From an optimization exercise on the open Yosys and OpenROAD flow, aimed at small area, a short achievable clock period and few clock cycles per item; shortcuts taken in it are not production practice.
Where RTL was checked, it was by simulation tests only, not by an equivalence proof against the original.

==> job 7646: inputs <==
## hlp_crc
module hlp_crc (
    input  wire         clk,
    input  wire         rst,
    input  wire         req_valid,
    output wire         req_ready,
    input  wire [63:0]  req_b,
    input  wire [9:0]   req_tag,
    input  wire [255:0] req_data,
    output wire         rsp_valid,
    input  wire         rsp_ready,
    output wire [63:0]  rsp_data,
    output wire [9:0]   rsp_tag
);
export LEC_CHECK = 0
export CAP_MARGIN = 10
export CORE_MARGIN = 2
export CORE_UTILIZATION = 45
export PLACE_DENSITY = 0.6
export SLEW_MARGIN = 10
export SYNTH_HIERARCHICAL = 1
export SYNTH_MINIMUM_KEEP_SIZE = 0
create_clock -name core_clock -period 80.0 [get_ports {clk}]
run.sh (not shown) runs the stock make flow with config.mk's settings and CLKGATE_MAP_FILE= SYNTH_SCRIPT=/design/flow/synth_recipe.tcl, a recipe that flattens the netlist after the stock synthesis.
==> inputs of job 5401, as changes to job 7646 <==
--- a/flow/design.v
+++ b/flow/design.v
@@ -14,21 +14,19 @@
     localparam [63:0] ERR_BAD_ARG = 64'h8000_0010_0000_0009;
     reg         tk_q;
     reg  [255:0] d_q;
     reg  [9:0]  n_q;         
     reg         nhi_q;       
-    reg  [2:0]  bp_q;        
-    reg         bc_q;
+    reg         bc_q;        
     reg  [31:0] bv_q;
-    reg  [9:0]  bt_q;
     reg         rdy_q;
     reg         act_q;       
     reg  [9:0]  rem_q;       
     reg  [31:0] s_q;         
-    reg  [2:0]  prof_q;
-    reg         bad_q;
+    reg  [2:0]  prof_q;      
     reg  [9:0]  tag_q;
+    reg         bad_q;
     reg         spend_q;     
     reg         rv_q;
     reg  [31:0] r_q;         
     reg         rbad_q;
     reg  [9:0]  rtag_q;
@@ -81,20 +79,19 @@
     endfunction
     assign req_ready = rdy_q;
     wire        take    = req_valid && rdy_q;
     wire        first   = !act_q;
     wire        n_bad   = nhi_q || (n_q == 10'd0) || (n_q[9] && (n_q[8:0] != 9'd0));
-    wire [2:0]  prof    = first ? bp_q : prof_q;
-    wire        bad     = first ? (n_bad || (bp_q == 3'd7)) : bad_q;
-    wire [9:0]  tag     = first ? bt_q : tag_q;
+    wire [2:0]  prof    = prof_q;
+    wire        bad     = first ? (n_bad || (prof_q == 3'd7)) : bad_q;
     wire [9:0]  rem     = first ? n_q : rem_q;
     wire        last    = first ? (n_bad || (n_q <= 10'd32)) : (rem_q <= 10'd32);
     wire [4:0]  sh      = last ? (5'd0 - rem[4:0]) : 5'd0;    
-    wire [5:0]  w_b     = p_width(bp_q);
-    wire [31:0] prev_b  = (bv_q & wmask(w_b)) ^ (p_xorout(bp_q) & wmask(w_b));
-    wire [31:0] start_x = bc_q ? prev_b : p_init(bp_q);
-    wire [31:0] start_r = p_refl(bp_q) ? rev32(start_x) : (start_x << (6'd32 - w_b));
+    wire [5:0]  w_b     = p_width(prof_q);
+    wire [31:0] prev_b  = (bv_q & wmask(w_b)) ^ (p_xorout(prof_q) & wmask(w_b));
+    wire [31:0] start_x = bc_q ? prev_b : p_init(prof_q);
+    wire [31:0] start_r = p_refl(prof_q) ? rev32(start_x) : (start_x << (6'd32 - w_b));
     wire [31:0] s_in    = first ? start_r : s_q;
     wire        refl    = p_refl(prof);
     reg  [255:0] t;
     integer     k, m;
     always @(*) begin
@@ -10066,38 +10063,39 @@
     assign y[31] = xt3114;
     wire        done    = tk_q && last;           
     wire        nres    = done || spend_q;        
     wire        r_free  = !rv_q || rsp_ready;
     wire [31:0] f_s     = spend_q ? s_q : s_nx;
-    wire [2:0]  f_p     = spend_q ? prof_q : prof;
+    wire [2:0]  f_p     = prof_q;
     wire        f_bad   = spend_q ? bad_q : bad;
-    wire [9:0]  f_tag   = spend_q ? tag_q : tag;
+    wire [9:0]  f_tag   = tag_q;
     wire [5:0]  w_f     = p_width(f_p);
     wire [31:0] out_raw = p_refl(f_p) ? rev32(f_s) : (f_s >> (6'd32 - w_f));
     wire [31:0] out_crc = (out_raw ^ p_xorout(f_p)) & wmask(w_f);
     wire [31:0] f_dat   = f_bad ? 32'h0000_0009 : out_crc;
     assign rsp_valid = rv_q;
     assign rsp_tag   = rtag_q;
     assign rsp_data  = {rbad_q, 26'd0, rbad_q, 4'd0, r_q};
-    wire        r_ld    = r_free && (pv_q || nres);
-    wire        p_ld    = nres && (r_free ? pv_q : !pv_q);
-    wire        rv_nx   = r_ld || !r_free;
+    wire        cmd0    = tk_q ? last : !act_q;
+    wire        r_ld    = r_free;
+    wire        p_ld    = !pv_q || r_free;
+    wire        rv_nx   = r_free ? (pv_q || nres) : 1'b1;
     wire        pv_nx   = r_free ? (pv_q && nres) : (pv_q || nres);
     wire        spend_nx = nres && !r_free && pv_q;
     always @(posedge clk) begin
         d_q    <= req_data;
         n_q    <= req_b[9:0];
         nhi_q  <= (req_b[15:10] != 6'd0);
-        bp_q   <= req_b[18:16];
         bc_q   <= req_b[19];
         bv_q   <= req_b[63:32];
-        bt_q   <= req_tag;
+        if (rdy_q && cmd0) begin
+            prof_q <= req_b[18:16];
+            tag_q  <= req_tag;
+        end
         if (tk_q) begin
             s_q    <= s_nx;
-            prof_q <= prof;
             bad_q  <= bad;
-            tag_q  <= tag;
             rem_q  <= rem - 10'd32;
         end
         if (r_ld) begin
             r_q    <= pv_q ? p_q : f_dat;
             rbad_q <= pv_q ? pbad_q : f_bad;
- CAP_MARGIN: 10 -> 30
- CORE_UTILIZATION: 45 -> 25
- PLACE_DENSITY: 0.6 -> 0.4
- SLEW_MARGIN: 10 -> 30
==> inputs of job 962, as changes to job 7646 <==
--- a/flow/design.v
+++ b/flow/design.v
@@ -14,21 +14,19 @@
     localparam [63:0] ERR_BAD_ARG = 64'h8000_0010_0000_0009;
     reg         tk_q;
     reg  [255:0] d_q;
     reg  [9:0]  n_q;         
     reg         nhi_q;       
-    reg  [2:0]  bp_q;        
-    reg         bc_q;
+    reg         bc_q;        
     reg  [31:0] bv_q;
-    reg  [9:0]  bt_q;
     reg         rdy_q;
     reg         act_q;       
     reg  [9:0]  rem_q;       
     reg  [31:0] s_q;         
-    reg  [2:0]  prof_q;
-    reg         bad_q;
+    reg  [2:0]  prof_q;      
     reg  [9:0]  tag_q;
+    reg         bad_q;
     reg         spend_q;     
     reg         rv_q;
     reg  [31:0] r_q;         
     reg         rbad_q;
     reg  [9:0]  rtag_q;
@@ -81,20 +79,19 @@
     endfunction
     assign req_ready = rdy_q;
     wire        take    = req_valid && rdy_q;
     wire        first   = !act_q;
     wire        n_bad   = nhi_q || (n_q == 10'd0) || (n_q[9] && (n_q[8:0] != 9'd0));
-    wire [2:0]  prof    = first ? bp_q : prof_q;
-    wire        bad     = first ? (n_bad || (bp_q == 3'd7)) : bad_q;
-    wire [9:0]  tag     = first ? bt_q : tag_q;
+    wire [2:0]  prof    = prof_q;
+    wire        bad     = first ? (n_bad || (prof_q == 3'd7)) : bad_q;
     wire [9:0]  rem     = first ? n_q : rem_q;
     wire        last    = first ? (n_bad || (n_q <= 10'd32)) : (rem_q <= 10'd32);
     wire [4:0]  sh      = last ? (5'd0 - rem[4:0]) : 5'd0;    
-    wire [5:0]  w_b     = p_width(bp_q);
-    wire [31:0] prev_b  = (bv_q & wmask(w_b)) ^ (p_xorout(bp_q) & wmask(w_b));
-    wire [31:0] start_x = bc_q ? prev_b : p_init(bp_q);
-    wire [31:0] start_r = p_refl(bp_q) ? rev32(start_x) : (start_x << (6'd32 - w_b));
+    wire [5:0]  w_b     = p_width(prof_q);
+    wire [31:0] prev_b  = (bv_q & wmask(w_b)) ^ (p_xorout(prof_q) & wmask(w_b));
+    wire [31:0] start_x = bc_q ? prev_b : p_init(prof_q);
+    wire [31:0] start_r = p_refl(prof_q) ? rev32(start_x) : (start_x << (6'd32 - w_b));
     wire [31:0] s_in    = first ? start_r : s_q;
     wire        refl    = p_refl(prof);
     reg  [255:0] t;
     integer     k, m;
     always @(*) begin
@@ -10066,38 +10063,39 @@
     assign y[31] = xt3114;
     wire        done    = tk_q && last;           
     wire        nres    = done || spend_q;        
     wire        r_free  = !rv_q || rsp_ready;
     wire [31:0] f_s     = spend_q ? s_q : s_nx;
-    wire [2:0]  f_p     = spend_q ? prof_q : prof;
+    wire [2:0]  f_p     = prof_q;
     wire        f_bad   = spend_q ? bad_q : bad;
-    wire [9:0]  f_tag   = spend_q ? tag_q : tag;
+    wire [9:0]  f_tag   = tag_q;
     wire [5:0]  w_f     = p_width(f_p);
     wire [31:0] out_raw = p_refl(f_p) ? rev32(f_s) : (f_s >> (6'd32 - w_f));
     wire [31:0] out_crc = (out_raw ^ p_xorout(f_p)) & wmask(w_f);
     wire [31:0] f_dat   = f_bad ? 32'h0000_0009 : out_crc;
     assign rsp_valid = rv_q;
     assign rsp_tag   = rtag_q;
     assign rsp_data  = {rbad_q, 26'd0, rbad_q, 4'd0, r_q};
-    wire        r_ld    = r_free && (pv_q || nres);
-    wire        p_ld    = nres && (r_free ? pv_q : !pv_q);
-    wire        rv_nx   = r_ld || !r_free;
+    wire        cmd0    = tk_q ? last : !act_q;
+    wire        r_ld    = r_free;
+    wire        p_ld    = !pv_q || r_free;
+    wire        rv_nx   = r_free ? (pv_q || nres) : 1'b1;
     wire        pv_nx   = r_free ? (pv_q && nres) : (pv_q || nres);
     wire        spend_nx = nres && !r_free && pv_q;
     always @(posedge clk) begin
         d_q    <= req_data;
         n_q    <= req_b[9:0];
         nhi_q  <= (req_b[15:10] != 6'd0);
-        bp_q   <= req_b[18:16];
         bc_q   <= req_b[19];
         bv_q   <= req_b[63:32];
-        bt_q   <= req_tag;
+        if (rdy_q && cmd0) begin
+            prof_q <= req_b[18:16];
+            tag_q  <= req_tag;
+        end
         if (tk_q) begin
             s_q    <= s_nx;
-            prof_q <= prof;
             bad_q  <= bad;
-            tag_q  <= tag;
             rem_q  <= rem - 10'd32;
         end
         if (r_ld) begin
             r_q    <= pv_q ? p_q : f_dat;
             rbad_q <= pv_q ? pbad_q : f_bad;
==> flow/flow/run.sh (new file) <==
#!/bin/bash
set -euo pipefail
bash standard.sh "BUFFER_PORTS_ARGS=-buffer_cell sky130_fd_sc_hd__buf_1" finish > standard.log 2>&1
==> flow/standard.sh (new file) <==
#!/bin/bash
# synth_recipe.tcl (not shown) runs the flow's synth.tcl, then flattens the netlist and writes it again
# the make line also repeats each setting of config.mk as NAME=value (left out here)
make -C /OpenROAD-flow-scripts/flow DESIGN_CONFIG=/design/flow/config.mk WORK_HOME=/design/flow/orfs CLKGATE_MAP_FILE= SYNTH_SCRIPT=/design/flow/synth_recipe.tcl "${@:-finish}"
- CAP_MARGIN: 10 -> 30
- CORE_UTILIZATION: 45 -> 25
- PLACE_DENSITY: 0.6 -> 0.4
- SLEW_MARGIN: 10 -> 30
removed: flow/run.sh
==> comparison <==
- In job 5401 the via count is higher than in job 962, by 1.2%.
- Job 962 finished clean. Job 7646 died in global routing. Job 5401 ran to the end with no violations.
- In job 962 the register-to-register slack is better than in job 5401, by 0.74 ns.
- Against job 962, the hold slack of job 5401 is lower by 0.0036 ns.
- Between job 962 and job 5401, the lower wire length is in job 5401 (gap 0.22%, measured against job 5401).
Testbench counts of job 5401, summed over its fixed seeds: cycles 10,506, items 2,400.
Testbench counts of job 962, summed over its fixed seeds: cycles 10,506, items 2,400.
Function not checked in job 7646: the RTL went through the layout flow alone.

[port drivers added, routing unchanged]
Ports are ideal in the flow. The routed layouts listed here were re-timed in OpenROAD. Step 1 assumes that a clkbuf_16 drives the clock port and a buf_2 every other input. Step 2 also shifts input and output timing later by t, the mid clock arrival at the registers, as if the neighbouring blocks saw the same clock. Three values: no drivers, after step 1, after step 2; two values: the first two.
| run | t, ns | setup WS [ns] | latest minus earliest clock arrival (ns) | worst register clock-pin slew, ns | pins driven straight from the clock port |
|---|---|---|---|---|---|
| job 5401 | 0.726 | 62.440 / 62.346 / 61.960 | 0.014 / 0.015 | 0.08 / 0.08 | 1 |
| job 962 | 0.730 | 62.773 / 62.669 / 62.374 | 0.034 / 0.033 | 0.08 / 0.08 | 1 |
After both steps every run listed still meets setup and hold. The setup slack of job 5401, which loses most, moves by -0.094 ns with the drivers and by -0.480 ns with both steps.
